What follows belongs to an exercise in optimizing a design on an open flow for small area, a short achievable clock period and few clock cycles per item; a production flow would make more cautious choices. Function was checked by simulation only, so behaviour that the tests miss may differ from the original. Power figures rest on the tool's default switching activity, not on a simulated workload.

## bindery_alu
module bindery_alu (
    input  wire        clk,
    input  wire        rst,
    input  wire        in_valid,
    input  wire [1:0]  cmd,        
    input  wire [2:0]  op,         
    input  wire [2:0]  ty,         
    input  wire [63:0] a,
    input  wire        a_nf,
    input  wire [63:0] b,
    input  wire        b_nf,
    output wire        out_valid,
    output wire [63:0] res,
    output wire        res_nf,
    output wire [1:0]  res_sub
);
    localparam C_ZSGN = 0,  C_INF = 1,  C_NAN = 2,  C_FFIN = 3, C_TF32 = 4,
               C_TB16 = 5,  C_TF16 = 6, C_NFX = 7,  C_FIN = 8,  C_SFIN = 9,
               C_M32 = 10,  C_M64 = 11, C_F64 = 12, C_FPM = 13;
    localparam WC = 14;
    localparam W0 = 1 + 14 + 64 + 1 + 64 + 1;
    wire [13:0] dec = {ty == 3'd0, ty == 3'd1, ty == 3'd2, ty == 3'd3, ty == 3'd4, ty == 3'd5,
                       op == 3'd0, op == 3'd1, op == 3'd2, op == 3'd3, op == 3'd4,
                       cmd == 2'd0, cmd[0], cmd[1]};
    wire [W0-1:0] q0;
    bindery_cut #(.W(W0)) u_c0 (.clk(clk), .rst(rst),
  ...
export LEC_CHECK = 0
export CAP_MARGIN = 20
export CORE_MARGIN = 2
export CORE_UTILIZATION = 65
export CTS_CLUSTER_DIAMETER = 100
export CTS_CLUSTER_SIZE = 30
export SLEW_MARGIN = 20
create_clock -name core_clock -period 30.0 [get_ports {clk}]
standard.sh (not shown) runs the stock make flow with config.mk's settings and CLKGATE_MAP_FILE= SYNTH_SCRIPT=/design/flow/synth_recipe.tcl, a recipe that flattens the netlist after the stock synthesis.
==> flow/flow/run.sh <==
#!/bin/bash
# Layout of bindery_alu: the standard flow (standard.sh) from synthesis
# to the final layout, unchanged except that the ports are buffered with
# sky130_fd_sc_hd__buf_2 cells rather than the delay buffer buffer_ports
# picks on its own. Every step's full log stays under orfs/logs/; what
# make prints goes to standard.log.
set -euo pipefail
bash standard.sh "BUFFER_PORTS_ARGS=-buffer_cell sky130_fd_sc_hd__buf_2" finish > standard.log 2>&1
Testbench counts at the start, summed over its fixed seeds: cycles 24,040, items 24,000.
Then changed:
==> flow/run.sh (new file) <==
#!/bin/bash
# synth_recipe.tcl (not shown) runs the flow's synth.tcl, then flattens the netlist and writes it again
# the make line also repeats each setting of config.mk as NAME=value (left out here)
make -C /OpenROAD-flow-scripts/flow DESIGN_CONFIG=/design/flow/config.mk WORK_HOME=/design/flow/orfs CLKGATE_MAP_FILE= SYNTH_SCRIPT=/design/flow/synth_recipe.tcl finish
removed: flow/flow/run.sh
removed: flow/standard.sh
After rerunning: Design area goes up by a few percent. Wire length came out lower by a few percent. Core utilization goes up by 1.8 points. Worst hold slack improves by 6.3 ps. Clock-buffer cell count rose by 2. Critical path depth goes down by 21. Power rose slightly. Register-to-register slack gains 280 ps. Die area is unchanged. Worst setup slack gets worse by 210 ps. Global-route usage fell by 1.5 points.

---

Another version of the RTL of bindery_alu (not shown whole).
Size: ~4800 cells after synthesis, ~210 I/O pins, about 39000 um^2 of cells after synthesis.
Design bindery_alu, start of the top module:
module bindery_alu (
    input  wire        clk,
    input  wire        rst,
    input  wire        in_valid,
    input  wire [1:0]  cmd,        
    input  wire [2:0]  op,         
    input  wire [2:0]  ty,         
    input  wire [63:0] a,
    input  wire        a_nf,
    input  wire [63:0] b,
    input  wire        b_nf,
    output wire        out_valid,
    output wire [63:0] res,
    output wire        res_nf,
    output wire [1:0]  res_sub
);
    localparam C_ZSGN = 0, C_INF = 1, C_NAN = 2, C_TY = 3, C_OPS = 6, C_FIN = 7,
               C_NFX = 8,  C_FPM = 9;
    localparam WC = 10;
    localparam W0 = 1 + 3 + 14 + 64 + 1 + 64 + 1;
    wire [13:0] dec = {ty == 3'd0, ty == 3'd1, ty == 3'd2, ty == 3'd3, ty == 3'd4, ty == 3'd5,
                       op == 3'd0, op == 3'd1, op == 3'd2, op == 3'd3, op == 3'd4,
                       cmd == 2'd0, cmd[0], cmd[1]};
    wire [W0-1:0] q0;
    bindery_cut #(.W(W0)) u_c0 (.clk(clk), .rst(rst),
        .d({in_valid, ty, dec, a, a_nf, b, b_nf}), .q(q0));
    wire        v0;
    wire [2:0]  i_ty;
    wire        t_i32, t_i64, t_f16, t_b16, t_f32, t_f64;
    wire        op_sum, op_min, op_max, op_and, op_or;
    wire        leaf, two, fin;
    wire [63:0] i_a, i_b;
    wire        i_anf, i_bnf;
    assign {v0, i_ty, t_i32, t_i64, t_f16, t_b16, t_f32, t_f64, op_sum, op_min, op_max, op_and, op_or,
            leaf, two, fin, i_a, i_anf, i_b, i_bnf} = q0;
    wire is_int = t_i32 | t_i64;
    wire half   = t_f16 | t_b16;
    wire minmax = op_min | op_max;
    wire fsum   = !is_int & op_sum;
    wire psum   = half & op_sum & !leaf;      
    wire fpm    = fsum & (!leaf | half);
    wire bz     = fpm & !two;                 
    wire l64 = t_f64;
    wire l32 = t_f32 | psum;
    wire lb  = t_b16 & !psum;
    wire l16 = t_f16 & !psum;
    function [63:0] fields;                   
        input [63:0] v;
        reg   [10:0] e16;
        reg   [10:0] e;
        reg   [51:0] f;
        begin
            e16 = (v[14:10] == 5'd0)  ? 11'd113 :
                  (v[14:10] == 5'h1F) ? 11'd255 : {6'd0, v[14:10]} + 11'd112;
            e = ({11{l64}} & v[62:52]) | ({11{l32}} & {3'd0, v[30:23]}) |
                ({11{lb}}  & {3'd0, v[14:7]}) | ({11{l16}} & e16);
  ...
export LEC_CHECK = 0
export CAP_MARGIN = 20
export CORE_MARGIN = 2
export CORE_UTILIZATION = 55
export SLEW_MARGIN = 20
create_clock -name core_clock -period 30.0 [get_ports {clk}]
==> flow/flow/run.sh <==
#!/bin/bash
# Layout of bindery_alu: the standard flow (standard.sh) from synthesis
# to the final layout, with these changes to how it is made:
#  * buffer_ports buffers every port with sky130_fd_sc_hd__buf_1 rather than
#    the delay buffer it picks on its own (repair_timing then sizes the
#    output buffers up where the outputs need it);
#  * repair_timing aims for 23.4 ns of setup slack, so it sizes the paths
#    for the period the design can reach, not for 30 ns;
#  * clock tree synthesis clusters at most 20 sinks within 80 um and adds no
#    dummy loads.
# The clock, its period and every constraint are the standard flow's, unchanged.
# Every step's full log stays under orfs/logs/; what make prints goes to
# standard.log.
set -euo pipefail
bash standard.sh "BUFFER_PORTS_ARGS=-buffer_cell sky130_fd_sc_hd__buf_1" \
    SETUP_SLACK_MARGIN=23.4 \
    "CTS_ARGS=-sink_clustering_enable -repair_clock_nets -sink_clustering_size 20 -sink_clustering_max_diameter 80 -dont_use_dummy_load" \
    finish > standard.log 2>&1
Testbench counts at the start, summed over its fixed seeds: cycles 24,040, items 24,000.
Change:
--- a/flow/flow/run.sh
+++ b/flow/flow/run.sh
@@ -5,5 +5,5 @@
 #    the delay buffer it picks on its own (repair_timing then sizes the
 #    output buffers up where the outputs need it);
-#  * repair_timing aims for 23.4 ns of setup slack, so it sizes the paths
+#  * repair_timing aims for 23.15 ns of setup slack, so it sizes the paths
 #    for the period the design can reach, not for 30 ns;
 #  * clock tree synthesis clusters at most 20 sinks within 80 um and adds no
@@ -14,5 +14,5 @@
 set -euo pipefail
 bash standard.sh "BUFFER_PORTS_ARGS=-buffer_cell sky130_fd_sc_hd__buf_1" \
-    SETUP_SLACK_MARGIN=23.4 \
+    SETUP_SLACK_MARGIN=23.15 \
     "CTS_ARGS=-sink_clustering_enable -repair_clock_nets -sink_clustering_size 20 -sink_clustering_max_diameter 80 -dont_use_dummy_load" \
     finish > standard.log 2>&1
What happened: Power stays flat; clock skew decreases by 17 ps; non-clock buffer count falls by 17; sequential cell count stays the same; area after synthesis does not change; setup slack gains 3.8 ps; die area is unchanged; global-route usage rises by 0.15 points; final area fell by 0.99%; synthesized cell count stays the same.
Change:
==> flow/flow/run.sh (replaced) <==
#!/bin/bash
# Layout of bindery_alu: the standard flow (standard.sh) from synthesis
# to the final layout, with these changes to how it is made:
#  * buffer_ports buffers every port with sky130_fd_sc_hd__buf_1 rather than
#    the delay buffer it picks on its own (repair_timing then sizes the
#    output buffers up where the outputs need it);
#  * repair_timing aims for 23.05 ns of setup slack, so it sizes the paths
#    for the period the design can reach, not for 30 ns;
#  * clock tree synthesis clusters at most 14 sinks within 60 um, drives
#    each cluster with a clkbuf_8 and adds no dummy loads.
# The clock, its period and every constraint are the standard flow's, unchanged.
# Every step's full log stays under orfs/logs/; what make prints goes to
# standard.log.
set -euo pipefail
bash standard.sh "BUFFER_PORTS_ARGS=-buffer_cell sky130_fd_sc_hd__buf_1" \
    SETUP_SLACK_MARGIN=23.05 \
    "CTS_ARGS=-sink_clustering_enable -repair_clock_nets -sink_clustering_size 14 -sink_clustering_max_diameter 60 -sink_clustering_buffer sky130_fd_sc_hd__clkbuf_8 -dont_use_dummy_load" \
    finish > standard.log 2>&1
The changed run completed without violations.
Die area stays the same.
Cell area falls slightly.
Register-to-register slack degrades by 40 ps.
Power falls by a few percent.
Clock power falls by roughly a tenth.
Wire length barely changes.
Setup slack improves by 19 ps.
Fmax barely changes.

port drivers added, routing unchanged:
How much do the figures lean on ideal ports? The routed layouts below were timed once more, with nothing changed but the port constraints. Step 1, drivers: a clkbuf_16 drives clk and a buf_2 each remaining input, both assumed. Step 2 times the ports against the registers' clock, not the clock port: input delays grow and output delays shrink by t, the midpoint of the rising clock arrivals with the driver on. a / b / c = no drivers / after step 1 / after step 2; a / b = the first two.
run	shift t [ns]	setup WS [ns]	hold WS [ns]	worst register clock-pin slew, ns	pins driven straight from the clock port
the first run of note 1	0.683	22.684 / 22.684 / 22.684	0.323 / 0.323 / 0.323	0.12 / 0.12	1
the second run of note 1	0.683	22.472 / 22.401 / 22.956	0.329 / 0.329 / 0.329	0.11 / 0.11	1
the first run of note 2	0.655	22.956 / 22.886 / 23.402	0.322 / 0.322 / 0.322	0.09 / 0.09	1
the second run of note 2	0.650	22.960 / 22.889 / 23.273	0.327 / 0.327 / 0.327	0.09 / 0.09	1
the third run of note 2	0.631	22.979 / 22.906 / 23.228	0.329 / 0.329 / 0.329	0.10 / 0.10	1
After both steps every run listed still meets setup and hold.
